Context: an optimization exercise on an open-source flow, tuned for small area, a short achievable clock period and few clock cycles. The choices shown serve that exercise and are no tape-out recipe. Function was checked by simulation only, so behaviour that the tests miss may differ from the original. Power figures rest on the tool's default switching activity, not on a simulated workload.

Design stats_reducer, start of the top module:
module stats_reducer (
    input  wire         clk,
    input  wire         rst,           
    input  wire         in_valid,
    output wire         in_ready,
    input  wire         in_commit,     
    input  wire [39:0]  in_word,
    input  wire [31:0]  in_idx,        
    input  wire [31:0]  in_tick,       
    input  wire         cfg_en,        
    input  wire         cfg_align,     
    input  wire         cfg_tap,       
    input  wire [8:0]   cfg_ch,        
    input  wire [23:0]  cfg_w_m1,      
    output wire         out_valid,
    input  wire         out_ready,
    output wire [359:0] out_pkt
);
    localparam IW = 1 + 32 + 32 + 38;
    wire [3:0] in_mtype  = in_word[31:28];
    wire       in_closer = (in_mtype == 4'h8 && in_word[12:11] == 2'b00) ||
                           (in_mtype == 4'h3 && in_word[27] && in_word[17:16] != 2'b10);
    wire       in_excl   = in_word[37] | in_word[36] | in_word[35];
    wire [37:0] in_d = in_commit ? {2'b00, cfg_en, cfg_align, cfg_tap, cfg_ch, cfg_w_m1}
  ...
Size in the first run: about 12000 cells after synthesis, about 510 I/O pins, ~110000 um2 of cells after synthesis.
Settings: LEC_CHECK=0, ABC_CLOCK_PERIOD_IN_PS=4000, CAP_MARGIN=20, CORE_MARGIN=2, CORE_UTILIZATION=55, PLACE_DENSITY=0.7, SLEW_MARGIN=20; clock period 13.5 ns.
standard.sh (not shown) runs the stock make flow with config.mk's settings and CLKGATE_MAP_FILE= SYNTH_SCRIPT=/design/flow/synth_recipe.tcl, a recipe that flattens the netlist after the stock synthesis.
==> flow/flow/run.sh <==
#!/bin/bash
# Own layout flow: the standard synthesis unchanged, then the standard layout
# steps with timing repair aimed at a larger setup margin, so that the period
# the layout achieves is shorter than the clock period. Each step's output is
# kept in a log file of its own in this folder.
set -euo pipefail
MARGIN=$(cat flow/margin.txt)
bash standard.sh synth > synth.log 2>&1
bash standard.sh SETUP_SLACK_MARGIN=$MARGIN finish > layout.log 2>&1
==> flow/flow/margin.txt <==
8
The baseline passed the timing, design-rule and antenna checks.
Testbench counts at the start, summed over its fixed seeds: cycles 278,964.
Next try:
--- a/flow/design.v
+++ b/flow/design.v
@@ -1065,19 +1065,25 @@
     stats_add #(.W(27)) u_m1 (
         .a(msh1), .b(~{1'b0, r_n, 1'b0}), .ci(1'b1), .s(md1), .co(mc1));
     stats_add #(.W(28)) u_m20 (
         .a(msh2), .b(~{2'b00, r_n, 1'b0}), .ci(1'b1), .s(md20), .co(mc20));
     stats_add #(.W(28)) u_m21 (                       
         .a(msh2), .b(~{r_n3, 1'b0}), .ci(1'b1), .s(md21), .co(mc21));
     wire        mb0 = mc1;
     wire        mb1 = mb0 ? mc21 : mc20;
-    wire [25:0] mr_lo = mc20 ? md20[25:0] : msh2[25:0];
-    wire [25:0] mr_hi = mc21 ? md21[25:0] : {md1[24:0], m_x[30]};
-    wire [25:0] mr_k  = mb0 ? mr_hi : mr_lo;
+    reg  [25:0] mr_k;
+    always @(*) begin
+        case ({mb0, mb1})
+            2'b00:   mr_k = msh2[25:0];
+            2'b01:   mr_k = md20[25:0];
+            2'b10:   mr_k = {md1[24:0], m_x[30]};
+            default: mr_k = md21[25:0];
+        endcase
+    end
     wire [31:0] mq_k = {m_x[29:0], mb0, mb1};
     wire [58:0] ra = {r_rem, r_y[61:60]};
     wire [62:0] rbb = {2'b00, ra, r_y[59:58]};
     wire [58:0] rd1;
     wire        rc1;
     stats_add #(.W(59)) u_r1 (.a(ra), .b(~r_t), .ci(1'b1), .s(rd1), .co(rc1));
     wire [62:0] x0a = rbb;
     wire [62:0] x0b = ~{3'b000, r_t, 1'b0};
@@ -1093,40 +1099,50 @@
     wire [62:0] c1a = {((rbb & y0b) | (rbb & y0c) | (y0b & y0c)), 1'b1};
     wire [62:0] y1c = ~{36'd0, r_n3};
     wire [62:0] s21 = s1a ^ c1a[62:0] ^ y1c;
     wire [62:0] c21 = {((s1a & c1a[62:0]) | (s1a & y1c) | (c1a[62:0] & y1c)), 1'b1};
     wire [62:0] rd21;
     wire        rc21;
     stats_add #(.W(63)) u_r21 (.a(s21), .b(c21[62:0]), .ci(1'b1), .s(rd21), .co(rc21));
     wire        rb0 = rc1;
+    wire        rb1 = rb0 ? !rd21[62] : !rd20[62];
     wire [1:0]  rb  = {rb0, rb1};
-    wire        rg20 = !rd20[62];
-    wire        rg21 = !rd21[62];
-    wire        rb1  = rb0 ? rg21 : rg20;
-    wire [56:0] rr_lo = rg20 ? rd20[56:0] : rbb[56:0];
-    wire [56:0] rr_hi = rg21 ? rd21[56:0] : {rd1[54:0], r_y[59:58]};
-    wire [56:0] rr_k  = rb0 ? rr_hi : rr_lo;
+    reg  [56:0] rr_k;
+    always @(*) begin
+        case ({rb0, rb1})
+            2'b00:   rr_k = rbb[56:0];
+            2'b01:   rr_k = rd20[56:0];
+            2'b10:   rr_k = {rd1[54:0], r_y[59:58]};
+            default: rr_k = rd21[56:0];
+        endcase
+    end
     wire [61:0] ry_k = {r_y[57:0], 4'b0000};
     wire [58:0] t4 = {r_t[56:0], 2'b00};
     wire [58:0] tq0, tq1, tq2, tq3;
     wire        tc0, tc1, tc2, tc3;
     stats_add #(.W(59)) u_t0 (.a(t4), .b(~{32'd0, r_n3}), .ci(1'b1), .s(tq0), .co(tc0));
     stats_add #(.W(59)) u_t1 (.a(t4), .b({34'd0, r_n}), .ci(1'b0), .s(tq1), .co(tc1));
     wire [58:0] t5a = t4 ^ {32'd0, r_n, 2'b00} ^ {34'd0, r_n};
     wire [58:0] t5b = {((t4[57:0] & {31'd0, r_n, 2'b00}) | (t4[57:0] & {33'd0, r_n}) |
                         ({31'd0, r_n, 2'b00} & {33'd0, r_n})), 1'b0};
     stats_add #(.W(59)) u_t2 (.a(t5a), .b(t5b), .ci(1'b0), .s(tq2), .co(tc2));
     wire [58:0] t9a = t4 ^ {31'd0, r_n, 3'b000} ^ {34'd0, r_n};
     wire [58:0] t9b = {((t4[57:0] & {30'd0, r_n, 3'b000}) | (t4[57:0] & {33'd0, r_n}) |
                         ({30'd0, r_n, 3'b000} & {33'd0, r_n})), 1'b0};
     stats_add #(.W(59)) u_t3 (.a(t9a), .b(t9b), .ci(1'b0), .s(tq3), .co(tc3));
-    wire [58:0] rt_lo = rg20 ? tq1 : tq0;
-    wire [58:0] rt_hi = rg21 ? tq3 : tq2;
-    wire [58:0] rt_k  = rb0 ? rt_hi : rt_lo;
+    reg  [58:0] rt_k;
+    always @(*) begin
+        case ({rb0, rb1})
+            2'b00:   rt_k = tq0;
+            2'b01:   rt_k = tq1;
+            2'b10:   rt_k = tq2;
+            default: rt_k = tq3;
+        endcase
+    end
     wire [31-K:0] base     = r_r[31-K:0];
     wire [31-K:0] base_inc = base + 1'b1;
     wire [30:0]   hi       = {base, rb[K-1:1]};
     wire          lo_ones  = &rb[K-1:1];
     wire [30:0]   hi_inc   = lo_ones ? {base_inc, {(K-1){1'b0}}}
                                      : {base, rb[K-1:1] + 1'b1};
     wire          b0       = rb[0];
     wire          hi_ones  = &hi;
Result: Sequential power barely changes; count of clock-buffer cells in the layout falls by 6; synthesized area drops slightly; worst hold slack is about the same; non-clock buffer count increases by 71; cell count barely changes.
Testbench counts after the change, summed over its fixed seeds: cycles 278,964.

## static timing again, ports no longer ideal
No port has a modelled driver above. Below, the same layouts with a new extraction and two added sets of constraints. Step 1: set_driving_cell puts a clkbuf_16 on clk and a buf_2 on each other input, an assumption about the parent block. Step 2, shift: input delay + t, output delay - t, t = (earliest + latest rising clock arrival at the registers) / 2. This alone moves slack from input paths to output paths. Slacks: ideal / step 1 / step 2; pairs: ideal / step 1.
run	shift t [ns]	setup slack, ns	worst setup path at the end	latest minus earliest clock arrival (ns)	cell pins on the clock port's net
the first run	0.905	7.995 / 7.995 / 7.427	input to register	0.055 / 0.055	1
the second run	0.941	7.628 / 7.628 / 7.609	input to register	0.078 / 0.077	1
After both steps setup and hold are still met in every run listed. The setup slack of the first run, which loses most, moves by 0.000 ns with the drivers and by -0.568 ns with both steps.
